Source: an optimization exercise on an open RTL-to-GDS flow (aim: small area and a short achievable clock period). Production flows keep margins and buffers that such runs may drop. Function was checked by simulation only, so behaviour that the tests miss may differ from the original.

## flow/design.v (module list and top-level ports; edited modules follow where they fit)
// module gf128_mul: 19 lines
// module dected_enc: 252 lines
// module dected_syn: 296 lines
// module gf128_inv3: 19 lines
// module dected_quad: 20 lines
// module dected_ispos: 7 lines
// module dected_quad2: 23 lines
// module dected_codec: 260 lines
module dected_codec (
    input  wire        clk,
    input  wire        rst_n,
    input  wire        enc_valid,
    input  wire [63:0] enc_data,
    output wire        enc_out_valid,
    output wire [63:0] enc_out_data,
    output wire [14:0] enc_out_check,
    input  wire        dec_valid,
    input  wire [63:0] dec_data,
    input  wire [14:0] dec_check,
    output wire        dec_out_valid,
    output wire [63:0] dec_out_data,
    output wire [14:0] dec_out_check,
    output wire [1:0]  dec_out_corr,
    output wire        dec_out_ue
);
  // ...
==> flow/flow/run.sh <==
#!/bin/bash
# Own flow: the standard layout (standard.sh, unchanged synthesis) with
# extra ORFS settings: small port buffers, timing repair aimed below the
# clock period, and smaller clock buffers.  The ORFS tools log to
# orfs/logs/ and standard.log; this script's own output goes to run.log.
set -e
exec > >(tee run.log) 2>&1
cat >> "$FLOW_CONFIG" <<EOC
export BUFFER_PORTS_ARGS = -buffer_cell sky130_fd_sc_hd__buf_1
export SETUP_SLACK_MARGIN = 9.5
export CTS_BUF_LIST = sky130_fd_sc_hd__clkbuf_8
EOC
bash standard.sh > standard.log 2>&1
==> flow/standard.sh <==
#!/bin/bash
# synth_recipe.tcl (not shown) runs the flow's synth.tcl, then flattens the netlist and writes it again
# the make line also repeats each setting of config.mk as NAME=value (left out here)
make -C /OpenROAD-flow-scripts/flow DESIGN_CONFIG=/design/flow/config.mk WORK_HOME=/design/flow/orfs CLKGATE_MAP_FILE= SYNTH_SCRIPT=/design/flow/synth_recipe.tcl "${@:-finish}"
==> flow/config.mk <==
export PLATFORM = sky130hd
export DESIGN_NAME = dected_codec
export DESIGN_NICKNAME = dected_codec
export VERILOG_FILES = /design/flow/design.v
export SDC_FILE = /design/flow/constraint.sdc
export NUM_CORES = 4
export LEC_CHECK = 0
export CAP_MARGIN = 20
export CORE_MARGIN = 2
export CORE_UTILIZATION = 50
export CTS_CLUSTER_DIAMETER = 60
export CTS_CLUSTER_SIZE = 16
export PLACE_DENSITY = 0.65
export SLEW_MARGIN = 20
export TNS_END_PERCENT = 0
export BUFFER_PORTS_ARGS = -buffer_cell sky130_fd_sc_hd__buf_1
export SETUP_SLACK_MARGIN = 9.5
export CTS_BUF_LIST = sky130_fd_sc_hd__clkbuf_8
==> flow/constraint.sdc <==
create_clock -name core_clock -period 13.5 [get_ports {clk}]
set_input_delay 2.7000 -clock core_clock [delete_from_list [all_inputs] [get_ports {clk}]]
set_output_delay 2.7000 -clock core_clock [all_outputs]
set_load 0.01 [all_outputs]
==> results.json, run 1 <==
{
  "status": "no timing/DRC/antenna violations",
  "crit_path_end": "b1q_s3[0]",
  "required_ns": 14.04,
  "syn2layout_area_growth_pct": 15.16,
  "sequential_cell_total": 355,
  "drive_gt1_share_pct": 8.896,
  "ant_nets": 0,
  "routed_wl_um": 55860,
  "cap_violations": 0,
  "cts_tree": "built",
  "pre_cts_ws_ns": 8.431,
  "whs_ns": 0.2764,
  "crit_buf_inv": 1,
  "syn_area_um2": 17950,
  "critPathSlowestCell": "xnor2_1",
  "synth_flop_cell": "dfxtp_1",
  "cts.sinks": 355,
  "die_w_um": 193.5,
  "root_buffer": "clkbuf_8",
  "r2r_slack_ns": 9.47,
  "grt_max_degree": 74,
  "cts_inserted_buffers": 30,
  "ys.warnings.count": 2,
  "use_met2_pct": 49.34,
  "dp_hpwl_um": 42010,
  "clk_pin_slew_worst_paths_ns": 0.10,
  "hp-start": "b1q_r[1]",
  "dr.pass1.iters": 6,
  "start_util_pct": 50.60,
  "reg2regPathDepth": 17,
  "hold_violations": 0,
  "finalNetCount": 2268,
  "grt_pass1_wl_um": 82050,
  "yosysTopAreaCell": "dfxtp_1",
  "place.gp.congestion": 0.9448,
  "clkbuf_count": 30
}
==> module gf128_inv3, before the edit <==
module gf128_inv3 (
    input  wire [6:0] a,
    output wire [6:0] y
);
    wire [127:0] t0 = 128'h85171f397d3521e1ec0715d9c155d956;
    assign y[0] = t0[a];
    wire [127:0] t1 = 128'h077bca8c40edde83cfa9b8fae20590f0;
    assign y[1] = t1[a];
    wire [127:0] t2 = 128'hd3d8a3c4b729aac8883ed3b1ef77e000;
    assign y[2] = t2[a];
    wire [127:0] t3 = 128'h9d7459fd639529fbdb72e2c062284688;
    assign y[3] = t3[a];
    wire [127:0] t4 = 128'h76d02a17ab13d34bf22b331b534913bc;
    assign y[4] = t4[a];
    wire [127:0] t5 = 128'h7a55ce6bcde0f5c45424a2b9e9a25f80;
    assign y[5] = t5[a];
    wire [127:0] t6 = 128'h4ae285f65b8d65a17edf971ddc8880a0;
    assign y[6] = t6[a];
endmodule
==> inputs of run 2 (changes only) <==
--- a/flow/design.v
+++ b/flow/design.v
@@ -566,22 +566,616 @@
     assign syn[14] = x353;
 endmodule
-module gf128_inv3 (
-    input  wire [6:0] a,
-    output wire [6:0] y
-);
-    wire [127:0] t0 = 128'h85171f397d3521e1ec0715d9c155d956;
-    assign y[0] = t0[a];
-    wire [127:0] t1 = 128'h077bca8c40edde83cfa9b8fae20590f0;
-    assign y[1] = t1[a];
-    wire [127:0] t2 = 128'hd3d8a3c4b729aac8883ed3b1ef77e000;
-    assign y[2] = t2[a];
-    wire [127:0] t3 = 128'h9d7459fd639529fbdb72e2c062284688;
-    assign y[3] = t3[a];
-    wire [127:0] t4 = 128'h76d02a17ab13d34bf22b331b534913bc;
-    assign y[4] = t4[a];
-    wire [127:0] t5 = 128'h7a55ce6bcde0f5c45424a2b9e9a25f80;
-    assign y[5] = t5[a];
-    wire [127:0] t6 = 128'h4ae285f65b8d65a17edf971ddc8880a0;
-    assign y[6] = t6[a];
+module gf128_inv3(a, y);
+  input [6:0] a;
+  wire [6:0] a;
+  output [6:0] y;
+  wire [6:0] y;
+  wire _000_;
+  wire _001_;
+  wire _002_;
+  wire _003_;
+  wire _004_;
+  wire _005_;
+  wire _006_;
+  wire _007_;
+  wire _008_;
+  wire _009_;
+  wire _010_;
+  wire _011_;
+  wire _012_;
+  wire _013_;
+  wire _014_;
+  wire _015_;
+  wire _016_;
+  wire _017_;
+  wire _018_;
+  wire _019_;
+  wire _020_;
+  wire _021_;
+  wire _022_;
+  wire _023_;
+  wire _024_;
+  wire _025_;
+  wire _026_;
+  wire _027_;
+  wire _028_;
+  wire _029_;
+  wire _030_;
+  wire _031_;
+  wire _032_;
+  wire _033_;
+  wire _034_;
+  wire _035_;
+  wire _036_;
+  wire _037_;
+  wire _038_;
+  wire _039_;
+  wire _040_;
+  wire _041_;
+  wire _042_;
+  wire _043_;
+  wire _044_;
+  wire _045_;
+  wire _046_;
+  wire _047_;
+  wire _048_;
+  wire _049_;
+  wire _050_;
+  wire _051_;
+  wire _052_;
+  wire _053_;
+  wire _054_;
+  wire _055_;
+  wire _056_;
+  wire _057_;
+  wire _058_;
+  wire _059_;
+  wire _060_;
+  wire _061_;
+  wire _062_;
+  wire _063_;
+  wire _064_;
+  wire _065_;
+  wire _066_;
+  wire _067_;
+  wire _068_;
+  wire _069_;
+  wire _070_;
+  wire _071_;
+  wire _072_;
+  wire _073_;
+  wire _074_;
+  wire _075_;
+  wire _076_;
+  wire _077_;
+  wire _078_;
+  wire _079_;
+  wire _080_;
+  wire _081_;
+  wire _082_;
+  wire _083_;
+  wire _084_;
+  wire _085_;
+  wire _086_;
+  wire _087_;
+  wire _088_;
+  wire _089_;
+  wire _090_;
+  wire _091_;
+  wire _092_;
+  wire _093_;
+  wire _094_;
+  wire _095_;
+  wire _096_;
+  wire _097_;
+  wire _098_;
+  wire _099_;
+  wire _100_;
+  wire _101_;
+  wire _102_;
+  wire _103_;
+  wire _104_;
+  wire _105_;
+  wire _106_;
+  wire _107_;
+  wire _108_;
+  wire _109_;
+  wire _110_;
+  wire _111_;
+  wire _112_;
+  wire _113_;
+  wire _114_;
+  wire _115_;
+  wire _116_;
+  wire _117_;
+  wire _118_;
+  wire _119_;
+  wire _120_;
+  wire _121_;
+  wire _122_;
+  wire _123_;
+  wire _124_;
+  wire _125_;
+  wire _126_;
+  wire _127_;
+  wire _128_;
+  wire _129_;
+  wire _130_;
+  wire _131_;
+  wire _132_;
+  wire _133_;
+  wire _134_;
+  wire _135_;
+  wire _136_;
+  wire _137_;
+  wire _138_;
+  wire _139_;
+  wire _140_;
+  wire _141_;
+  wire _142_;
+  wire _143_;
+  wire _144_;
+  wire _145_;
+  wire _146_;
+  wire _147_;
+  wire _148_;
+  wire _149_;
+  wire _150_;
+  wire _151_;
+  wire _152_;
+  wire _153_;
+  wire _154_;
+  wire _155_;
+  wire _156_;
+  wire _157_;
+  wire _158_;
+  wire _159_;
+  wire _160_;
+  wire _161_;
+  wire _162_;
+  wire _163_;
+  wire _164_;
+  wire _165_;
+  wire _166_;
+  wire _167_;
+  wire _168_;
+  wire _169_;
+  wire _170_;
+  wire _171_;
+  wire _172_;
+  wire _173_;
+  wire _174_;
+  wire _175_;
+  wire _176_;
+  wire _177_;
+  wire _178_;
+  wire _179_;
+  wire _180_;
+  wire _181_;
+  wire _182_;
+  wire _183_;
+  wire _184_;
+  wire _185_;
+  wire _186_;
+  wire _187_;
+  wire _188_;
+  wire _189_;
+  wire _190_;
+  wire _191_;
+  wire _192_;
+  wire _193_;
+  wire _194_;
+  wire _195_;
+  wire _196_;
+  wire _197_;
+  wire _198_;
+  wire _199_;
+  wire _200_;
+  wire _201_;
+  wire _202_;
+  wire _203_;
+  wire _204_;
+  wire _205_;
+  wire _206_;
+  wire _207_;
+  wire _208_;
+  wire _209_;
+  wire _210_;
+  wire _211_;
+  wire _212_;
+  wire _213_;
+  wire _214_;
+  wire _215_;
+  wire _216_;
+  wire _217_;
+  wire _218_;
+  wire _219_;
+  wire _220_;
+  wire _221_;
+  wire _222_;
+  wire _223_;
+  wire _224_;
+  wire _225_;
+  wire _226_;
+  wire _227_;
+  wire _228_;
+  wire _229_;
+  wire _230_;
+  wire _231_;
+  wire _232_;
+  wire _233_;
+  wire _234_;
+  wire _235_;
+  wire _236_;
+  wire _237_;
+  wire _238_;
+  wire _239_;
+  wire _240_;
+  wire _241_;
+  wire _242_;
+  wire _243_;
+  wire _244_;
+  wire _245_;
+  wire _246_;
+  wire _247_;
+  wire _248_;
+  wire _249_;
+  wire _250_;
+  wire _251_;
+  wire _252_;
+  wire _253_;
+  wire _254_;
+  wire _255_;
+  wire _256_;
+  wire _257_;
+  wire _258_;
+  wire _259_;
+  wire _260_;
+  wire _261_;
+  wire _262_;
+  wire _263_;
+  wire _264_;
+  wire _265_;
+  wire _266_;
+  wire _267_;
+  wire _268_;
+  wire _269_;
+  wire _270_;
+  wire _271_;
+  wire _272_;
+  wire _273_;
+  wire _274_;
+  wire _275_;
+  wire _276_;
+  wire _277_;
+  wire _278_;
+  wire _279_;
+  wire _280_;
+  wire _281_;
+  wire _282_;
+  wire _283_;
+  wire _284_;
+  wire _285_;
+  wire _286_;
+  wire _287_;
+  wire _288_;
+  wire _289_;
+  wire _290_;
+  wire _291_;
+  wire _292_;
+  wire [127:0] t0;
+  wire [127:0] t1;
+  wire [127:0] t2;
+  wire [127:0] t3;
+  wire [127:0] t4;
+  wire [127:0] t5;
+  wire [127:0] t6;
+  assign _049_ = 4'h4 >> { a[0], a[1] };
+  assign _060_ = 4'h8 >> { a[1], a[2] };
+  assign _071_ = 4'h1 >> { _060_, _049_ };
+  assign _082_ = 4'h2 >> { _071_, a[3] };
+  assign _092_ = 4'h1 >> { a[0], a[2] };
+  assign _103_ = 4'h4 >> { _092_, a[3] };
+  assign _114_ = 4'h2 >> { _103_, a[4] };
+  assign _125_ = 4'h4 >> { _114_, _082_ };
+  assign _135_ = 4'h2 >> { a[0], a[1] };
+  assign _146_ = 4'h1 >> { _135_, _049_ };
+  assign _157_ = 4'h8 >> { _146_, a[2] };
+  assign _168_ = 4'h2 >> a[3:2];
+  assign _178_ = 4'h1 >> { _168_, a[4] };
+  assign _189_ = 4'h4 >> { _178_, _157_ };
+  assign _199_ = 4'h1 >> { _189_, _125_ };
+  assign _210_ = 4'h1 >> { _199_, a[5] };
+  assign _221_ = 4'h2 >> { a[1], a[2] };
+  assign _226_ = 4'h2 >> { _221_, a[3] };
+  assign _227_ = 4'h2 >> { a[0], a[2] };
+  assign _228_ = 4'h2 >> { a[3], a[1] };
+  assign _229_ = 4'h1 >> { _228_, _168_ };
+  assign _230_ = 4'h1 >> { a[3], a[0] };
+  assign _231_ = 4'h2 >> { _230_, _229_ };
+  assign _232_ = 4'h1 >> { _231_, _135_ };
+  assign _233_ = 4'h4 >> { _232_, _227_ };
+  assign _234_ = 4'h1 >> { _233_, _226_ };
+  assign _235_ = 4'h2 >> { _234_, a[4] };
+  assign _236_ = 4'h8 >> { a[0], a[1] };
+  assign _237_ = 4'h2 >> { _236_, _226_ };
+  assign _238_ = 4'h1 >> { _103_, a[4] };
+  assign _239_ = 4'h4 >> { _238_, _237_ };
+  assign _240_ = 4'h2 >> { _239_, a[5] };
+  assign _241_ = 4'h4 >> { _240_, _235_ };
+  assign _242_ = 4'h1 >> { _241_, _210_ };
+  assign _243_ = 4'h1 >> { _242_, a[6] };
+  assign _244_ = 4'h1 >> { _236_, a[2] };
+  assign _245_ = 4'h2 >> { _244_, a[3] };
+  assign _246_ = 4'h4 >> { a[0], a[2] };
+  assign _247_ = 4'h2 >> { _246_, _228_ };
+  assign _248_ = 4'h4 >> { _247_, _227_ };
+  assign _249_ = 4'h1 >> { _248_, _245_ };
+  assign _250_ = 4'h2 >> { _249_, a[4] };
+  assign _251_ = 4'h4 >> { _228_, _227_ };
+  assign _252_ = 4'h4 >> { _226_, _092_ };
+  assign _253_ = 4'h1 >> { _252_, a[4] };
+  assign _254_ = 4'h4 >> { _253_, _251_ };
+  assign _255_ = 4'h1 >> { _254_, _250_ };
+  assign _256_ = 4'h2 >> { _255_, a[5] };
+  assign _257_ = 4'h4 >> { a[3], a[1] };
+  assign _258_ = 4'h1 >> { _257_, a[4] };
+  assign _259_ = 4'h1 >> { _247_, a[4] };
+  assign _260_ = 4'h1 >> { _232_, a[4] };
+  assign _261_ = 4'h1 >> { _260_, _259_ };
+  assign _262_ = 4'h1 >> { _246_, _228_ };
+  assign _263_ = 4'h4 >> { _262_, _157_ };
+  assign _264_ = 4'h1 >> { _263_, _261_ };
+  assign _265_ = 4'h1 >> { _264_, _258_ };
+  assign _266_ = 4'h8 >> { a[0], a[2] };
+  assign _267_ = 4'h8 >> { _266_, a[1] };
+  assign _268_ = 4'h1 >> { _267_, _229_ };
+  assign _269_ = 4'h1 >> { _268_, _265_ };
+  assign _270_ = 4'h4 >> { _231_, _227_ };
+  assign _271_ = 4'h4 >> { _227_, a[1] };
+  assign _272_ = 4'h2 >> { _271_, a[4] };
+  assign _273_ = 4'h4 >> { _272_, _270_ };
+  assign _274_ = 4'h1 >> { _273_, a[5] };
+  assign _275_ = 4'h4 >> { _274_, _269_ };
+  assign _276_ = 4'h1 >> { _275_, _256_ };
+  assign _277_ = 4'h2 >> { _276_, a[6] };
+  assign y[1] = 4'h1 >> { _277_, _243_ };
+  assign _278_ = 4'h8 >> { a[3], a[0] };
+  assign _279_ = 4'h4 >> { _278_, _060_ };
+  assign _280_ = 4'h1 >> { _266_, _060_ };
+  assign _281_ = 4'h1 >> { _236_, a[3] };
+  assign _282_ = 4'h8 >> { _281_, _280_ };
+  assign _283_ = 4'h1 >> { _282_, _279_ };
+  assign _284_ = 4'h1 >> { _283_, a[4] };
+  assign _285_ = 4'h4 >> { _135_, a[2] };
+  assign _286_ = 4'h1 >> { _285_, _049_ };
+  assign _287_ = 4'h1 >> { _286_, a[3] };
+  assign _288_ = 4'h4 >> { _146_, a[2] };
+  assign _289_ = 4'h8 >> { _236_, a[3] };
+  assign _290_ = 4'h2 >> { _289_, a[4] };
+  assign _291_ = 4'h4 >> { _290_, _288_ };
+  assign _292_ = 4'h4 >> { _291_, _287_ };
+  assign _000_ = 4'h2 >> { _292_, a[5] };
+  assign _001_ = 4'h4 >> { _000_, _284_ };
+  assign _002_ = 4'h4 >> { _266_, a[1] };
+  assign _003_ = 4'h4 >> { a[1], a[2] };
+  assign _004_ = 4'h2 >> { _003_, a[3] };
+  assign _005_ = 4'h4 >> { _004_, _002_ };
+  assign _006_ = 4'h1 >> { _221_, a[3] };
+  assign _007_ = 4'h4 >> { _006_, _248_ };
+  assign _008_ = 4'h1 >> { _007_, _005_ };
+  assign _009_ = 4'h1 >> { _008_, a[4] };
+  assign _010_ = 4'h8 >> { _226_, _146_ };
+  assign _011_ = 4'h2 >> { _049_, a[3] };
+  assign _012_ = 4'h4 >> { _011_, _010_ };
+  assign _013_ = 4'h2 >> { _012_, a[4] };
+  assign _014_ = 4'h2 >> { a[3], a[0] };
+  assign _015_ = 4'h8 >> { _014_, a[2] };
+  assign _016_ = 4'h1 >> { _015_, _228_ };
+  assign _017_ = 4'h8 >> { _016_, _013_ };
+  assign _018_ = 4'h1 >> { _017_, a[5] };
+  assign _019_ = 4'h4 >> { _018_, _009_ };
+  assign _020_ = 4'h1 >> { _019_, _001_ };
+  assign _021_ = 4'h2 >> { _020_, a[6] };
+  assign _022_ = 4'h1 >> { _015_, a[4] };
+  assign _023_ = 4'h2 >> { _014_, a[1] };
+  assign _024_ = 4'h2 >> { _023_, _022_ };
+  assign _025_ = 4'h1 >> { _049_, a[2] };
+  assign _026_ = 4'h4 >> { _025_, _232_ };
+  assign _027_ = 4'h4 >> { _168_, _049_ };
+  assign _028_ = 4'h2 >> { _027_, a[4] };
+  assign _029_ = 4'h4 >> { _028_, _026_ };
+  assign _030_ = 4'h1 >> { _029_, _024_ };
+  assign _031_ = 4'h2 >> { _030_, a[5] };
+  assign _032_ = 4'h4 >> { _007_, _049_ };
+  assign _033_ = 4'h2 >> { _266_, a[3] };
+  assign _034_ = 4'h4 >> { _033_, _003_ };
+  assign _035_ = 4'h2 >> { _034_, a[4] };
+  assign _036_ = 4'h4 >> { _035_, _032_ };
+  assign _037_ = 4'h1 >> { _271_, _257_ };
+  assign _038_ = 4'h4 >> { _037_, _251_ };
+  assign _039_ = 4'h8 >> { _038_, _022_ };
+  assign _040_ = 4'h1 >> { _003_, a[3] };
+  assign _041_ = 4'h1 >> { _040_, a[4] };
+  assign _042_ = 4'h4 >> { _041_, _280_ };
+  assign _043_ = 4'h1 >> { _042_, a[5] };
+  assign _044_ = 4'h4 >> { _043_, _039_ };
+  assign _045_ = 4'h4 >> { _044_, _036_ };
+  assign _046_ = 4'h1 >> { _045_, a[6] };
+  assign _047_ = 4'h4 >> { _046_, _031_ };
+  assign y[4] = 4'h1 >> { _047_, _021_ };
+  assign _048_ = 4'h1 >> { a[3], a[1] };
+  assign _050_ = 4'h1 >> { _048_, a[4] };
+  assign _051_ = 4'h4 >> { _050_, _010_ };
+  assign _052_ = 4'h4 >> { _051_, _234_ };
+  assign _053_ = 4'h1 >> { _278_, _071_ };
+  assign _054_ = 4'h2 >> { _053_, _011_ };
+  assign _055_ = 4'h2 >> { _054_, a[4] };
+  assign _056_ = 4'h1 >> { _027_, _282_ };
+  assign _057_ = 4'h8 >> { _056_, _055_ };
+  assign _058_ = 4'h1 >> { _057_, a[5] };
+  assign _059_ = 4'h4 >> { _058_, _052_ };
+  assign _061_ = 4'h1 >> { _002_, _285_ };
+  assign _062_ = 4'h2 >> { _061_, a[3] };
+  assign _063_ = 4'h8 >> { _014_, a[1] };
+  assign _064_ = 4'h2 >> { _063_, a[4] };
+  assign _065_ = 4'h4 >> { _064_, _103_ };
+  assign _066_ = 4'h4 >> { _065_, _062_ };
+  assign _067_ = 4'h4 >> { _050_, _071_ };
+  assign _068_ = 4'h2 >> { _067_, a[5] };
+  assign _069_ = 4'h4 >> { _068_, _066_ };
+  assign _070_ = 4'h1 >> { _069_, _059_ };
+  assign _072_ = 4'h1 >> { _070_, a[6] };
+  assign _073_ = 4'h1 >> { _288_, a[3] };
+  assign _074_ = 4'h1 >> { _003_, _157_ };
+  assign _075_ = 4'h4 >> { _074_, _073_ };
+  assign _076_ = 4'h2 >> { _074_, _073_ };
+  assign _077_ = 4'h2 >> { _076_, a[4] };
+  assign _078_ = 4'h4 >> { _077_, _075_ };
+  assign _079_ = 4'h1 >> { _002_, _288_ };
+  assign _080_ = 4'h8 >> { _079_, _041_ };
+  assign _081_ = 4'h1 >> { _080_, a[5] };
+  assign _083_ = 4'h4 >> { _081_, _078_ };
+  assign _084_ = 4'h1 >> { _236_, _229_ };
+  assign _085_ = 4'h2 >> { _084_, _055_ };
+  assign _086_ = 4'h1 >> { _288_, a[4] };
+  assign _087_ = 4'h8 >> { _086_, _270_ };
+  assign _088_ = 4'h2 >> { _087_, a[5] };
+  assign _089_ = 4'h4 >> { _088_, _085_ };
+  assign _090_ = 4'h2 >> { _089_, a[6] };
+  assign _091_ = 4'h4 >> { _090_, _083_ };
+  assign y[3] = 4'h1 >> { _091_, _072_ };
+  assign _093_ = 4'h2 >> { _092_, a[4] };
+  assign _094_ = 4'h4 >> { _093_, _221_ };
+  assign _095_ = 4'h4 >> { _014_, _003_ };
+  assign _096_ = 4'h2 >> { _095_, a[4] };
+  assign _097_ = 4'h1 >> { _096_, _094_ };
+  assign _098_ = 4'h4 >> { _004_, _227_ };
+  assign _099_ = 4'h4 >> { _098_, _049_ };
+  assign _100_ = 4'h1 >> { _099_, _097_ };
+  assign _101_ = 4'h4 >> { _245_, _157_ };
+  assign _102_ = 4'h1 >> { _053_, a[4] };
+  assign _104_ = 4'h4 >> { _102_, _101_ };
+  assign _105_ = 4'h2 >> { _104_, a[5] };
+  assign _106_ = 4'h4 >> { _105_, _100_ };
+  assign _107_ = 4'h1 >> { _227_, a[1] };
+  assign _108_ = 4'h2 >> { _230_, a[4] };
+  assign _109_ = 4'h4 >> { _108_, _107_ };
+  assign _110_ = 4'h8 >> { _266_, _258_ };
+  assign _111_ = 4'h1 >> { _110_, a[5] };
+  assign _112_ = 4'h4 >> { _111_, _109_ };
+  assign _113_ = 4'h1 >> { _112_, _106_ };
+  assign _115_ = 4'h1 >> { _113_, a[6] };
+  assign _116_ = 4'h4 >> { _033_, _285_ };
+  assign _117_ = 4'h2 >> { _116_, _065_ };
+  assign _118_ = 4'h1 >> { _117_, a[5] };
+  assign _119_ = 4'h4 >> { _118_, _264_ };
+  assign _120_ = 4'h8 >> { _283_, _270_ };
+  assign _121_ = 4'h1 >> { _073_, a[4] };
+  assign _122_ = 4'h4 >> { _121_, _120_ };
+  assign _123_ = 4'h4 >> { _278_, a[2] };
+  assign _124_ = 4'h2 >> { _123_, a[4] };
+  assign _126_ = 4'h4 >> { _124_, _053_ };
+  assign _127_ = 4'h2 >> { _126_, a[5] };
+  assign _128_ = 4'h4 >> { _127_, _122_ };
+  assign _129_ = 4'h2 >> { _128_, a[6] };
+  assign _130_ = 4'h4 >> { _129_, _119_ };
+  assign y[6] = 4'h1 >> { _130_, _115_ };
+  assign _131_ = 4'h1 >> { _079_, a[3] };
+  assign _132_ = 4'h2 >> { _287_, _280_ };
+  assign _133_ = 4'h1 >> { _132_, a[4] };
+  assign _134_ = 4'h4 >> { _133_, _131_ };
+  assign _136_ = 4'h2 >> { _282_, a[4] };
+  assign _137_ = 4'h4 >> { _136_, _120_ };
+  assign _138_ = 4'h2 >> { _137_, a[5] };
+  assign _139_ = 4'h4 >> { _138_, _134_ };
+  assign _140_ = 4'h2 >> { _288_, _280_ };
+  assign _141_ = 4'h2 >> { _140_, _040_ };
+  assign _142_ = 4'h1 >> { _141_, _265_ };
+  assign _143_ = 4'h2 >> { _101_, _094_ };
+  assign _144_ = 4'h1 >> { _143_, a[5] };
+  assign _145_ = 4'h4 >> { _144_, _142_ };
+  assign _147_ = 4'h1 >> { _145_, _139_ };
+  assign _148_ = 4'h2 >> { _147_, a[6] };
+  assign _149_ = 4'h1 >> { _037_, _266_ };
+  assign _150_ = 4'h4 >> { _228_, _092_ };
+  assign _151_ = 4'h1 >> { _150_, _097_ };
+  assign _152_ = 4'h4 >> { _151_, _149_ };
+  assign _153_ = 4'h4 >> { _253_, _049_ };
+  assign _154_ = 4'h4 >> { _153_, _287_ };
+  assign _155_ = 4'h1 >> { _154_, _152_ };
+  assign _156_ = 4'h2 >> { _155_, a[5] };
+  assign _158_ = 4'h2 >> { _286_, a[3] };
+  assign _159_ = 4'h1 >> { _158_, _233_ };
+  assign _160_ = 4'h1 >> { _159_, a[4] };
+  assign _161_ = 4'h4 >> { _092_, a[1] };
+  assign _162_ = 4'h1 >> { _161_, _060_ };
+  assign _163_ = 4'h2 >> { _162_, a[3] };
+  assign _164_ = 4'h2 >> { _163_, _108_ };
+  assign _165_ = 4'h1 >> { _164_, a[5] };
+  assign _166_ = 4'h4 >> { _165_, _160_ };
+  assign _167_ = 4'h1 >> { _166_, _156_ };
+  assign _169_ = 4'h1 >> { _167_, a[6] };
+  assign y[0] = 4'he >> { _169_, _148_ };
+  assign _170_ = 4'h1 >> { _041_, _260_ };
+  assign _171_ = 4'h1 >> { _170_, _005_ };
+  assign _172_ = 4'h4 >> { _162_, a[3] };
+  assign _173_ = 4'h2 >> { _172_, _290_ };
+  assign _174_ = 4'h1 >> { _173_, _171_ };
+  assign _175_ = 4'h2 >> { _174_, a[5] };
+  assign _176_ = 4'h8 >> { _271_, a[3] };
+  assign _177_ = 4'h2 >> { _176_, _064_ };
+  assign _179_ = 4'h2 >> { _177_, _043_ };
+  assign _180_ = 4'h1 >> { _179_, _175_ };
+  assign _181_ = 4'h1 >> { _180_, a[6] };
+  assign _182_ = 4'h2 >> { _257_, a[4] };
+  assign _183_ = 4'h4 >> { _182_, _120_ };
+  assign _184_ = 4'h4 >> { _183_, _131_ };
+  assign _185_ = 4'h1 >> { _278_, a[4] };
+  assign _186_ = 4'h4 >> { _185_, _150_ };
+  assign _187_ = 4'h1 >> { _186_, a[5] };
+  assign _188_ = 4'h4 >> { _187_, _184_ };
+  assign _190_ = 4'h1 >> { _027_, _005_ };
+  assign _191_ = 4'h8 >> { _190_, _064_ };
+  assign _192_ = 4'h2 >> { _098_, _259_ };
+  assign _193_ = 4'h2 >> { _192_, a[5] };
+  assign _194_ = 4'h4 >> { _193_, _191_ };
+  assign _195_ = 4'h2 >> { _194_, a[6] };
+  assign _196_ = 4'h4 >> { _195_, _188_ };
+  assign y[2] = 4'h1 >> { _196_, _181_ };
+  assign _197_ = 4'h1 >> { _246_, a[4] };
+  assign _198_ = 4'h4 >> { _197_, _038_ };
+  assign _200_ = 4'h1 >> { _120_, _014_ };
+  assign _201_ = 4'h2 >> { _200_, a[4] };
+  assign _202_ = 4'h1 >> { _201_, _198_ };
+  assign _203_ = 4'h2 >> { _202_, a[5] };
+  assign _204_ = 4'h1 >> { _011_, _168_ };
+  assign _205_ = 4'h2 >> { _204_, _272_ };
+  assign _206_ = 4'h4 >> { _197_, _048_ };
+  assign _207_ = 4'h1 >> { _206_, a[5] };
+  assign _208_ = 4'h4 >> { _207_, _205_ };
+  assign _209_ = 4'h2 >> { _208_, a[6] };
+  assign _211_ = 4'h4 >> { _209_, _203_ };
+  assign _212_ = 4'h1 >> { _033_, _261_ };
+  assign _213_ = 4'h2 >> { _140_, a[3] };
+  assign _214_ = 4'h2 >> { _213_, _096_ };
+  assign _215_ = 4'h1 >> { _214_, _212_ };
+  assign _216_ = 4'h1 >> { _215_, a[5] };
+  assign _217_ = 4'h1 >> { _061_, a[3] };
+  assign _218_ = 4'h2 >> { _217_, _013_ };
+  assign _219_ = 4'h8 >> { _004_, a[0] };
+  assign _220_ = 4'h2 >> { _219_, _260_ };
+  assign _222_ = 4'h1 >> { _220_, _218_ };
+  assign _223_ = 4'h2 >> { _222_, a[5] };
+  assign _224_ = 4'h1 >> { _223_, a[6] };
+  assign _225_ = 4'h4 >> { _224_, _216_ };
+  assign y[5] = 4'he >> { _225_, _211_ };
+  assign t6 = 128'h4ae285f65b8d65a17edf971ddc8880a0;
+  assign t5 = 128'h7a55ce6bcde0f5c45424a2b9e9a25f80;
+  assign t4 = 128'h76d02a17ab13d34bf22b331b534913bc;
+  assign t3 = 128'h9d7459fd639529fbdb72e2c062284688;
+  assign t2 = 128'hd3d8a3c4b729aac8883ed3b1ef77e000;
+  assign t1 = 128'h077bca8c40edde83cfa9b8fae20590f0;
+  assign t0 = 128'h85171f397d3521e1ec0715d9c155d956;
 endmodule
 module dected_quad (
==> results.json, run 2 <==
{
  "status": "no timing/DRC/antenna violations",
  "rows": 69,
  "grt_busiest_layer": "met2",
  "synth_top_area_share_pct": 39.59,
  "setup_viol": 0,
  "clk_latency_ns": 0.65,
  "routed_wl_um": 57370,
  "num_vias": 14460,
  "cts_tree": "built",
  "synth-edff-count": 0,
  "final_cell_count_no_fill": 2613,
  "synth_flop_cell": "dfxtp_1",
  "ctsLongestPathBuffers": 3,
  "cts.sinks": 355,
  "required_ns": 14.06,
  "yosys-top-cells-count": "xnor2_1 (473), dfxtp_1 (355), xor2_1 (189)",
  "finalCritPeriodShare_pct": 30.33,
  "grt_pass1_wl_um": 84420,
  "io_buffers": 309,
  "num_io_pins": 310,
  "die-area_um2": 37430,
  "crit_path_max_fanout": 4,
  "hp-start": "b1q_r[78]",
  "cts-htree-levels": 1,
  "maxSlewViolCount": 0,
  "synth.area.mux_share_pct": 0.8853,
  "finalNetCount": 2308,
  "final_cell_mix": "xnor2_1 (462), dfxtp_1 (349), buf_1 (309)",
  "drc": 0,
  "syn_nets": 1995,
  "rsz0062_at_grt": "true",
  "ant_nets": 0,
  "cts_hold_buf": 0,
  "grtUsageTotal_pct": 29.14,
  "synthTopCellsByArea": "dfxtp_1 (40%), xnor2_1 (23%), xor2_1 (9.2%)",
  "syn_area_um2": 17950,
  "synthSimpleGateAreaFrac_pct": 9.208,
  "ys_seq_area_share_pct": 39.59,
  "start_util_pct": 50.59,
  "crit_type": "primary input to register",
  "dp.cells": 2516,
  "hold_path_class": "register to register",
  "met1_usage_pct": 39.76,
  "r2r_slack_ns": 9.42,
  "cp-end-kind": "register",
  "worst_pin_slew_ns": 0.8016,
  "syn_inst": 1829,
  "grt_util_met3_pct": 5.509,
  "drive_gt1_share_pct": 9.856,
  "hold_violations": 0,
  "reg2regPathDepth": 18,
  "cts_inserted_buffers": 29,
  "r2r_end": "b3q_x1[4]",
  "synth_cell_types": 91,
  "min_to": "b3q_r[78]",
  "antenna_found_initial": 3,
  "whs_path_depth": 0,
  "dr.pass1.iters": 6,
  "fill_cells": 3195,
  "first_global_vias": 13960,
  "use_met2_pct": 46.90,
  "critPathLaunchType": "primary input",
  "drt-vias-per-instance": 5.534,
  "synth_top_family_by_area": "XOR/XNOR gates",
  "final_common_cell": "xnor2_1",
  "yosysTopAreaCell": "dfxtp_1",
  "root_buffer": "clkbuf_8",
  "synth-seq-cells": 355,
  "avgRoutedWirePerCell_um": 21.95,
  "r2r-start": "b1q_s1[1]",
  "grt_overflow": 0,
  "clk_pin_slew_worst_paths_ns": 0.09,
  "cap_violations": 0,
  "ys.warnings.count": 2,
  "synth_fa_ha_area_share_pct": 1.324,
  "synth_area_per_cell_um2": 9.814,
  "coreArea_um2": 35480,
  "relSlewSlack_pct": 46.17,
  "layout_min_cycle_time_ns": 4.095,
  "async_reset_ff_share_pct": 0,
  "yosysMostFrequentCell": "xnor2_1",
  "place.gp.congestion": 0.9717,
  "dp_hpwl_um": 43330,
  "grt_max_degree": 76,
  "fp.dieH_um": 193.5,
  "syn2layout_area_growth_pct": 16.33,
  "cp_data_arrival_time_ns": 4.65,
  "top_regs": "b1q_r (79), b3q_r (79)",
  "synth_compound_area_share_pct": 12.05,
  "synth_xor_area_share_pct": 33.72,
  "dr.first_iter.drc_count": 1553,
  "die_w_um": 193.5,
  "finClkSkew_ns": 0.06903,
  "fin_util_pct": 58.85,
  "tns_ns": 0,
  "fmax_mhz": 244.2
}
[run 2: cell types whose count changed after synthesis, moves of 7 or more]
cell and delta:
o22ai_1 +84, a22oi_1 -78, xnor2_1 -76, xor2_1 +71, nand2_1 +34, nor2_1 -19
o21ai_0 +13, and3_1 -11, ha_1 -9, nor2b_1 +8, a211oi_1 -7, nand3_1 -7
[run 2: cell type report]
cell class	instances	area, um2	share of cell area [%]
multi-input cells	1362	10780	51.62
flip-flops and latches	355	7119	34.09
repair buffers	370	1790	8.575
well taps	461	576.8	2.762
clock buffers	30	412.9	1.977
inverters	24	110.1	0.5273
clock inverters	10	90.09	0.4314
diodes	1	2.502	0.01198
[run 2: worst max path at each step]
stage | start | endpoint | slack (ns)
2_1_floorplan | dec_data[62] | b1q_s3[6] | 9.44
3_3_place_gp | b1q_s1[1] | b3q_x1[6] | 8.15
3_5_place_dp | b1q_s1[1] | b3q_x1[6] | 7.98
4_1_cts | b1q_s1[1] | b3q_x1[3] | 9.42
5_1_grt | b1q_s1[1] | b3q_x1[6] | 9.28
6_report | enc_data[14] | e1q_c[8] | 9.41
[run 2: logic make-up (layout without fill, tap and decap cells)]
| family | after synthesis | count (layout) |
|---|---|---|
| AO/OA/AOI/OAI | 318 | 318 |
| flip-flops | 355 | 355 |
| buffers and inverters | 115 | 434 |
| adder cells (fa/ha/maj) | 19 | 19 |
| other | 0 | 1 |
| AND/OR/NAND/NOR | 333 | 334 |
| multiplexers | 14 | 14 |
| XOR/XNOR | 675 | 677 |
[run 2: metal layers]
layer  vias to the layer above  wire length (um)
li1                       6771                 -
met1                      6800             24590
met2                       750             26210
met3                       136              4664
met4                         4              1873
met5                         -                20
[run 2: worst max-delay path: stages]
cell and delay, ns:
buf_1 0.27, xor2_1 0.44, xnor2_1 0.19, xnor2_1 0.38, xnor2_1 0.19, xnor2_1 0.25
xor2_1 0.23
[run 2: what timing repair did]
item                       CTS  global route
resized for setup           61            42
gates cloned                 6             1
setup endpoints to repair   11            63
setup buffers               25            24
pin swaps                   19            43
[run 2: metrics by stage]
stage | hold slack (ns) | setup slack (ns) | cell area, um2
3_5_place_dp | 0.3121 | 7.978 | 19320
4_1_cts | 0.3309 | 9.418 | 20480
5_1_grt | 0.3374 | 9.283 | 20880
2_1_floorplan | 0.3096 | 9.440 | 18020
6_report | 0.3285 | 9.405 | 20880
3_3_place_gp | 0.3097 | 8.151 | 19320
==> inputs of run 3 (changes only) <==
--- a/flow/config.mk
+++ b/flow/config.mk
@@ -6,4 +6,5 @@
 export NUM_CORES = 4
 export LEC_CHECK = 0
+export ABC_AREA = 1
 export CAP_MARGIN = 20
 export CORE_MARGIN = 2
==> results.json, run 3 <==
{
  "cp_data_arrival_time_ns": 4.75,
  "crit_buf_inv": 1,
  "ctsLongestPathBuffers": 3,
  "finalNetCount": 2495,
  "maxSlewViolCount": 0,
  "final_common_cell": "nand2_1",
  "setup_slack_ns": 9.314,
  "rows": 68,
  "synthTopCellsByArea": "dfxtp_1 (41%), xor2_1 (16%), xnor2_1 (16%)",
  "cts_hold_buf": 0,
  "num_io_pins": 310,
  "met2_length_um": 25630,
  "whs_path_depth": 0,
  "synth_top_area_share_pct": 40.57,
  "crit_type": "primary input to register",
  "synth_area_per_cell_um2": 8.669,
  "synth_flop_cell": "dfxtp_1",
  "clk_pin_slew_worst_paths_ns": 0.10,
  "antenna_found_initial": 0,
  "r2r-start": "b1q_s1[1]",
  "final_cell_mix": "nand2_1 (392), dfxtp_1 (353), xor2_1 (323)",
  "synth-edff-count": 0,
  "hp-start": "b1q_r[40]",
  "cts_tree": "built",
  "fmax_mhz": 238.9,
  "routed_wl_um": 56610,
  "worst_pin_slew_ns": 1.014,
  "io_buffers": 309,
  "crit_path_max_fanout": 4,
  "start_util_pct": 50.72,
  "multi_input_area_um2": 9776,
  "layout_min_cycle_time_ns": 4.186,
  "critPathSlowestCell": "buf_1",
  "ys.warnings.count": 2,
  "crit_chain": "buf_1 > xnor2_1 > or2_2 > nand2_2 > xor2_2 > xor2_1 > xor2_1 > xor2_1",
  "place.gp.congestion": 1.037,
  "startpoint": "dec_data[59]",
  "syn_area_um2": 17520,
  "die-area_um2": 36550,
  "register_area_um2": 7109,
  "avgRoutedWirePerCell_um": 20.24,
  "yosysTopAreaCell": "dfxtp_1",
  "dr.pass1.iters": 6,
  "drt-vias-per-instance": 5.197,
  "r2r_end": "b3q_x1[1]",
  "drive_gt1_share_pct": 4.443,
  "grtUsageTotal_pct": 30.51,
  "r2r_slack_ns": 9.60,
  "grt_pass1_wl_um": 83530,
  "cts-htree-levels": 1,
  "pre_cts_ws_ns": 8.721,
  "finClkSkew_ns": 0.01773,
  "top_layer": "met4",
  "dr.first_iter.drc_count": 1184,
  "root_buffer": "clkbuf_8",
  "coreArea_um2": 34540,
  "met3WireLength_um": 4396,
  "die_w_um": 191.2,
  "status": "no timing/DRC/antenna violations",
  "cts.sinks": 355,
  "async_reset_ff_share_pct": 0,
  "finalCritPeriodShare_pct": 31.01,
  "syn_nets": 2187,
  "synth_cell_types": 40,
  "reg2regPathDepth": 22,
  "syn_inst": 2021,
  "grt_overflow": 0,
  "cts_setup_buffers": 0,
  "grt_max_degree": 30,
  "ant_nets": 0,
  "hold_violations": 0,
  "cap_violations": 0,
  "yosys-top-cells-count": "nand2_1 (395), dfxtp_1 (355), xor2_1 (327)",
  "drc": 0,
  "hold_path_class": "register to register",
  "top_regs": "b1q_r (79), b3q_r (79)",
  "ys_seq_area_share_pct": 40.57,
  "syn2layout_area_growth_pct": 12.74,
  "rsz0062_at_grt": "true",
  "fp.dieH_um": 191.2,
  "cp-end-kind": "register",
  "first_global_vias": 14220,
  "wl_met1_um": 24950,
  "required_ns": 14.06,
  "yosysMostFrequentCell": "nand2_1",
  "synth-seq-cells": 355,
  "fill_cells": 3332,
  "critPathLaunchType": "primary input",
  "critical-path-top-delay-family": "XOR/XNOR gates",
  "cp_common_cell": "xor2_1",
  "setup_viol": 0,
  "cts_resized": 1,
  "tns_ns": 0,
  "min_to": "b3q_r[40]",
  "dp_hpwl_um": 45790,
  "crit_path_max_incr_delay_ns": 0.43,
  "cts_inserted_buffers": 29,
  "num_vias": 14540,
  "clk_latency_ns": 0.63,
  "relSlewSlack_pct": 32.32
}
## run 3: cell count changes after synthesis, moves of 23 or more
cell and change:
nand2_1 +284, xor2_1 +138, nand3_1 +87, clkbuf_1 -35
nor2b_1 -23, inv_1 +119, a21oi_1 -25, xnor2_1 -150
## run 3: per-layer routing
metal,track usage [%],up-vias
met3,5.306,98
met5,0,-
met2,49.12,651
met4,8.639,0
li1,-,6974
met1,41.96,6813
## run 3: worst max path at each step
stage / to / cells past startpoint
2_1_floorplan: e1q_c[3] / 7
3_3_place_gp: b1q_s1[6] / 8
3_5_place_dp: b1q_s1[6] / 8
4_1_cts: b1q_s1[6] / 8
5_1_grt: b3q_x1[2] / 23
6_report: b1q_s1[6] / 8
## run 3: cell families (layout without fill, tap and decap cells)
logic type / after synthesis / after routing / share of synthesized area, %
AOI/OAI and AO/OA: 159 / 159 / 5.392
xor gates and xnor gates: 652 / 652 / 32.68
adders and majority gates: 19 / 19 / 1.357
buffers and inverters: 184 / 504 / 4.235
DFF: 355 / 355 / 40.57
other: 0 / 1 / 0
and+or+nand+nor: 652 / 652 / 15.77
## run 3: area by class of cell
class                      count  share of cell area (%)
antenna                        1                 0.01267
sequential                   355                   35.99
inverter                     148                   2.857
tap                          455                   2.882
multi-input combinational   1482                   49.49
clock inverter                12                  0.5765
clock buffer                  31                   2.160
timing repair buffer         313                   6.024
## run 3: per-stage QoR
step	hold slack [ns]	instances	area (um2)	utilization, %
global route	0.3320	2796	19750	57.17
CTS	0.3225	2796	19730	57.13
global placement	0.3095	2753	19190	55.56
floorplan	0.3096	2021	17620	-
detailed placement	0.3121	2753	19190	55.56
finish	0.3184	2797	19750	57.18
==> inputs of run 4 (changes only) <==
--- a/flow/flow/run.sh
+++ b/flow/flow/run.sh
@@ -8,5 +8,5 @@
 cat >> "$FLOW_CONFIG" <<EOC
 export BUFFER_PORTS_ARGS = -buffer_cell sky130_fd_sc_hd__buf_1
-export SETUP_SLACK_MARGIN = 9.5
+export SETUP_SLACK_MARGIN = 9.9
 export CTS_BUF_LIST = sky130_fd_sc_hd__clkbuf_8
 EOC
--- a/flow/config.mk
+++ b/flow/config.mk
@@ -16,4 +16,4 @@
 export TNS_END_PERCENT = 0
 export BUFFER_PORTS_ARGS = -buffer_cell sky130_fd_sc_hd__buf_1
-export SETUP_SLACK_MARGIN = 9.5
+export SETUP_SLACK_MARGIN = 9.9
 export CTS_BUF_LIST = sky130_fd_sc_hd__clkbuf_8
==> results.json, run 4 <==
{
  "die-area_um2": 36550,
  "cp-end-kind": "register",
  "worst_pin_slew_ns": 0.6536,
  "fmax_mhz": 259.1,
  "place_area_um2": 19190,
  "routed_wl_um": 57310,
  "syn_area_um2": 17520,
  "syn_nets": 2187,
  "ctsLongestPathBuffers": 3,
  "fill_cells": 3205,
  "cap_violations": 0,
  "synth_cell_types": 40,
  "coreArea_um2": 34540,
  "num_vias": 14730,
  "grt_overflow": 0,
  "whs_ns": 0.3209,
  "critPathLaunchType": "primary input",
  "cts_hold_buf": 0,
  "finalCritPeriodShare_pct": 28.59,
  "start_util_pct": 50.72,
  "num_io_pins": 310,
  "met3WireLength_um": 4515,
  "finClkSkew_ns": 0.01958,
  "yosysTopAreaCell": "dfxtp_1",
  "final_cell_mix": "nand2_1 (387), dfxtp_1 (340), xor2_1 (303)",
  "crit_path_max_fanout": 3,
  "cts_inserted_buffers": 29,
  "tns_ns": 0,
  "dr.pass1.iters": 7,
  "clk_pin_slew_worst_paths_ns": 0.10,
  "dr.first_iter.drc_count": 1092,
  "ys_seq_area_share_pct": 40.57,
  "synth-seq-cells": 355,
  "yosys-top-cells-count": "nand2_1 (395), dfxtp_1 (355), xor2_1 (327)",
  "relSlewSlack_pct": 56.36,
  "first_global_vias": 14260,
  "pre_cts_ws_ns": 8.721,
  "fp.dieH_um": 191.2,
  "cts.sinks": 355,
  "setup_slack_ns": 9.640,
  "dp.cells": 2753,
  "crit_type": "primary input to register",
  "final_common_cell": "nand2_1",
  "synth-edff-count": 0,
  "hold_path_class": "register to register",
  "synth_flop_cell": "dfxtp_1",
  "grtUsageTotal_pct": 30.58,
  "dp_hpwl_um": 45790,
  "yosysMostFrequentCell": "nand2_1",
  "drc": 0,
  "hold_violations": 0,
  "place.gp.congestion": 1.037,
  "top_layer": "met4",
  "rows": 68,
  "maxSlewViolCount": 0,
  "cts_tree": "built",
  "fin_util_pct": 60.21,
  "reg2regPathDepth": 14,
  "synth_area_per_cell_um2": 8.669,
  "cp_data_arrival_time_ns": 4.41,
  "top_regs": "b1q_r (79), b3q_r (79)",
  "layout_min_cycle_time_ns": 3.860,
  "async_reset_ff_share_pct": 0,
  "syn_inst": 2021,
  "drive_gt1_share_pct": 14.66,
  "io_buffers": 309,
  "cts-htree-levels": 1,
  "clk_latency_ns": 0.62,
  "ant_nets": 0,
  "root_buffer": "clkbuf_8",
  "met2_length_um": 26070,
  "post-route-cell-area_um2": 20800,
  "ys.warnings.count": 2,
  "syn2layout_area_growth_pct": 18.72,
  "die_w_um": 191.2,
  "antenna_found_initial": 0,
  "status": "no timing/DRC/antenna violations",
  "drt-vias-per-instance": 5.231,
  "grt_max_degree": 30,
  "grt_pass1_wl_um": 83810,
  "avgRoutedWirePerCell_um": 20.35,
  "finalNetCount": 2514,
  "whs_path_depth": 0,
  "final_cell_count_no_fill": 2816,
  "required_ns": 14.05,
  "wl_met1_um": 24960,
  "synthTopCellsByArea": "dfxtp_1 (41%), xor2_1 (16%), xnor2_1 (16%)",
  "setup_viol": 0,
  "synth_top_area_share_pct": 40.57,
  "rsz0062_at_grt": "true"
}
run 4: layout make-up:
cell class,instances,area (um2),share of cell area [%]
Clock buffer,31,426.7,2.051
Multi-Input combinational cell,1482,10490,50.41
Antenna cell,1,2.502,0.01203
Clock inverter,12,113.9,0.5474
Timing Repair Buffer,331,1494,7.183
Sequential cell,355,7133,34.30
Inverter,148,566.8,2.725
Tap cell,455,569.3,2.737
Timing Repair inverter,1,7.507,0.03609
run 4: repair_timing:
item / 4_1_cts / 5_1_grt
endpoints found under the setup margin: 240 / 265
pin swaps: 2 / 13
gates resized for setup: 69 / 178
setup buffers: 1 / 17
gates cloned: 0 / 1
run 4: final timing paths:
check	slack (ns)	startpoint	to
setup reg to reg	9.76	b3q_x1[1]	b6q_oc[3]
hold / removal	0.32	b1q_r[40]	b3q_r[40]
setup / recovery	9.64	enc_data[25]	e1q_c[6]
hold reg to reg	0.32	b1q_r[40]	b3q_r[40]
run 4: worst max-delay path, cell delays in order:
cell     delay, ns
buf_1         0.19
xnor2_1       0.39
xor2_2        0.30
xor2_1        0.23
xor2_1        0.23
xnor2_1       0.17
xor2_1        0.19
run 4: metal layers:
layer / up-vias / track usage (%)
li1: 7001 / -
met1: 6906 / 42.09
met2: 716 / 49.07
met3: 107 / 5.324
met4: 0 / 9.024
met5: - / 0
run 4: cell families (layout without fill, tap and decap cells):
| family | count (synthesis) | after routing | share of synthesized area (%) |
|---|---|---|---|
| fa+ha+maj | 19 | 19 | 1.357 |
| other cells | 0 | 1 | 0 |
| flops | 355 | 355 | 40.57 |
| xor+xnor | 652 | 652 | 32.68 |
| compound gates | 159 | 159 | 5.392 |
| buf+inv | 184 | 523 | 4.235 |
| simple gates | 652 | 652 | 15.77 |
==> inputs of run 5 (changes only) <==
--- a/flow/flow/run.sh
+++ b/flow/flow/run.sh
@@ -8,5 +8,5 @@
 cat >> "$FLOW_CONFIG" <<EOC
 export BUFFER_PORTS_ARGS = -buffer_cell sky130_fd_sc_hd__buf_1
-export SETUP_SLACK_MARGIN = 9.9
+export SETUP_SLACK_MARGIN = 9.8
 export CTS_BUF_LIST = sky130_fd_sc_hd__clkbuf_8
 EOC
--- a/flow/config.mk
+++ b/flow/config.mk
@@ -16,4 +16,4 @@
 export TNS_END_PERCENT = 0
 export BUFFER_PORTS_ARGS = -buffer_cell sky130_fd_sc_hd__buf_1
-export SETUP_SLACK_MARGIN = 9.9
+export SETUP_SLACK_MARGIN = 9.8
 export CTS_BUF_LIST = sky130_fd_sc_hd__clkbuf_8
==> results.json, run 5 <==
{
  "cts-htree-levels": 1,
  "finalNetCount": 2511,
  "cts.sinks": 355,
  "grtUsageTotal_pct": 30.52,
  "grt_overflow": 0,
  "maxSlewViolCount": 0,
  "rows": 68,
  "ant_nets": 0,
  "yosysTopAreaCell": "dfxtp_1",
  "ys.warnings.count": 2,
  "cts_hold_buf": 0,
  "status": "no timing/DRC/antenna violations",
  "syn_area_um2": 17520,
  "ctsLongestPathBuffers": 3,
  "cts_tree": "built",
  "grt_max_degree": 30,
  "avgRoutedWirePerCell_um": 20.32,
  "synth_top_area_share_pct": 40.57,
  "start_util_pct": 50.72,
  "async_reset_ff_share_pct": 0,
  "cap_violations": 0,
  "clk_pin_slew_worst_paths_ns": 0.09,
  "cp-end-kind": "register",
  "cts_inserted_buffers": 29,
  "synth_cell_types": 40,
  "crit_type": "primary input to register",
  "worst_pin_slew_ns": 0.6304,
  "coreArea_um2": 34540,
  "synth-edff-count": 0,
  "die-area_um2": 36550,
  "cp_data_arrival_time_ns": 4.40,
  "clk_latency_ns": 0.63,
  "top_regs": "b1q_r (79), b3q_r (79)",
  "dr.pass1.iters": 6,
  "syn_nets": 2187,
  "layout_min_cycle_time_ns": 3.840,
  "finClkSkew_ns": 0.01932,
  "root_buffer": "clkbuf_8",
  "grt_pass1_wl_um": 83570,
  "tns_ns": 0,
  "die_w_um": 191.2,
  "synth_area_per_cell_um2": 8.669,
  "n_antenna_cell": 0,
  "rsz0062_at_grt": "true",
  "multi_input_area_um2": 10470,
  "critPathLaunchType": "primary input",
  "drive_gt1_share_pct": 14.30,
  "yosys-top-cells-count": "nand2_1 (395), dfxtp_1 (355), xor2_1 (327)",
  "place.gp.congestion": 1.037,
  "antenna_found_initial": 0,
  "routed_wl_um": 57150,
  "io_buffers": 309,
  "fmax_mhz": 260.4,
  "relSlewSlack_pct": 57.92,
  "syn2layout_area_growth_pct": 18.47,
  "yosysMostFrequentCell": "nand2_1",
  "hold_violations": 0,
  "synthTopCellsByArea": "dfxtp_1 (41%), xor2_1 (16%), xnor2_1 (16%)",
  "final_common_cell": "nand2_1",
  "syn_inst": 2021,
  "crit_path_max_fanout": 4,
  "num_vias": 14640,
  "dr.first_iter.drc_count": 1179,
  "setup_viol": 0,
  "register_area_um2": 7134,
  "final_cell_mix": "nand2_1 (388), dfxtp_1 (339), xor2_1 (302)",
  "required_ns": 14.06,
  "drc": 0,
  "first_global_vias": 14230,
  "num_io_pins": 310,
  "drt-vias-per-instance": 5.207,
  "dp_hpwl_um": 45790,
  "synth_flop_cell": "dfxtp_1",
  "finalCritPeriodShare_pct": 28.44,
  "fill_cells": 3215,
  "ys_seq_area_share_pct": 40.57,
  "fp.dieH_um": 191.2,
  "hold_path_class": "register to register",
  "synth-seq-cells": 355
}
==> run 5: changes by cell type in the layout (fill, tap and decap cells not counted), sizes merged <==
cell,delta
buf,-31
clkbuf,+28
clkinvlp,+1
diode,-1
inv,-1
==> run 5: stage by stage <==
stage	instances	hold WS, ns	instance area, um2	util, %	setup WS (ns)
3_3_place_gp	2753	0.3095	19190	55.56	8.738
2_1_floorplan	2021	0.3096	17620	-	9.425
6_report	2812	0.3199	20750	60.08	9.660
3_5_place_dp	2753	0.3121	19190	55.56	8.721
5_1_grt	2812	0.3301	20750	60.08	9.624
4_1_cts	2796	0.3225	19770	57.23	9.572
==> run 5: final timing paths <==
path                start        end  slack [ns]  cells past startpoint
max reg2reg     b3q_x1[1]  b6q_oc[3]        9.70                     14
max          dec_data[62]  b1q_s3[6]        9.66                      8
min reg2reg     b1q_r[40]  b3q_r[40]        0.32                      0
min             b1q_r[40]  b3q_r[40]        0.32                      0
==> run 5: area by class of cell <==
| class | count | share of cell area (%) |
|---|---|---|
| inverter | 148 | 2.737 |
| sequential | 355 | 34.37 |
| clock buffer | 31 | 2.056 |
| tap | 455 | 2.743 |
| multi-input combinational | 1482 | 50.42 |
| timing repair buffer | 328 | 7.083 |
| timing repair inverter | 1 | 0.03617 |
| clock inverter | 12 | 0.5486 |
==> run 5: cells by family after synthesis <==
| kind of cell | after synthesis | synth area share, % |
|---|---|---|
| buffers and inverters | 184 | 4.235 |
| AND/OR/NAND/NOR | 652 | 15.77 |
| flip-flops | 355 | 40.57 |
| AO/OA/AOI/OAI | 159 | 5.392 |
| adder cells (fa/ha/maj) | 19 | 1.357 |
| XOR/XNOR | 652 | 32.68 |
==> run 5: repair_timing <==
action | CTS | global route
pin swaps | 0 | 12
cloned | 0 | 1
setup buffers | 0 | 15
endpoints found under the setup margin | 216 | 248
hold endpoints to repair | 0 | 0
resized for setup | 9 | 235
==> run 5: routing by layer <==
metal	GRT usage (%)	vias to the layer above	share of wire [%]	wire length, um
li1	-	6996	-	-
met1	41.97	6874	44	25120
met2	49.09	668	45	25860
met3	5.324	103	7.7	4423
met4	8.728	0	3.1	1750
met5	0	-	0	0
==> run 5: worst max-delay path: stages <==
cell,delay (ns)
buf_1,0.16
or2_2,0.37
nand2_4,0.11
xor2_4,0.23
xnor2_2,0.18
xor2_1,0.26
xor2_1,0.22
xor2_1,0.16

separate check: timing with driven ports:
In the flow no input, the clock included, has a driving cell. The finished layouts below were timed again as built, in two steps.
Step 1, drivers: a clkbuf_16 drives clk and a buf_2 each remaining input, both assumed.
Step 2 times the ports against the registers' clock, not the clock port: input delays grow and output delays shrink by t, the midpoint of the rising clock arrivals with the driver on.
Slacks: no drivers / after step 1 / after step 2; pairs: no drivers / after step 1.
run | t (ns) | setup slack, ns | hold slack, ns | latest minus earliest clock arrival (ns) | worst data-port slew with drivers (ns)
run 1 | 0.673 | 9.359 / 9.377 / 8.703 | 0.276 / 0.276 / 0.276 | 0.065 / 0.065 | 0.06
run 2 | 0.666 | 9.405 / 9.398 / 8.732 | 0.328 / 0.328 / 0.328 | 0.070 / 0.070 | 0.10
run 3 | 0.671 | 9.314 / 9.336 / 8.666 | 0.318 / 0.318 / 0.318 | 0.025 / 0.025 | 0.07
run 4 | 0.667 | 9.640 / 9.631 / 9.002 | 0.321 / 0.321 / 0.321 | 0.023 / 0.023 | 0.07
run 5 | 0.672 | 9.660 / 9.623 / 9.020 | 0.320 / 0.320 / 0.320 | 0.031 / 0.031 | 0.07
After both steps every run listed still meets setup and hold. For run 2, which loses most, drivers alone change the setup slack by -0.007 ns; drivers and shift together by -0.673 ns.
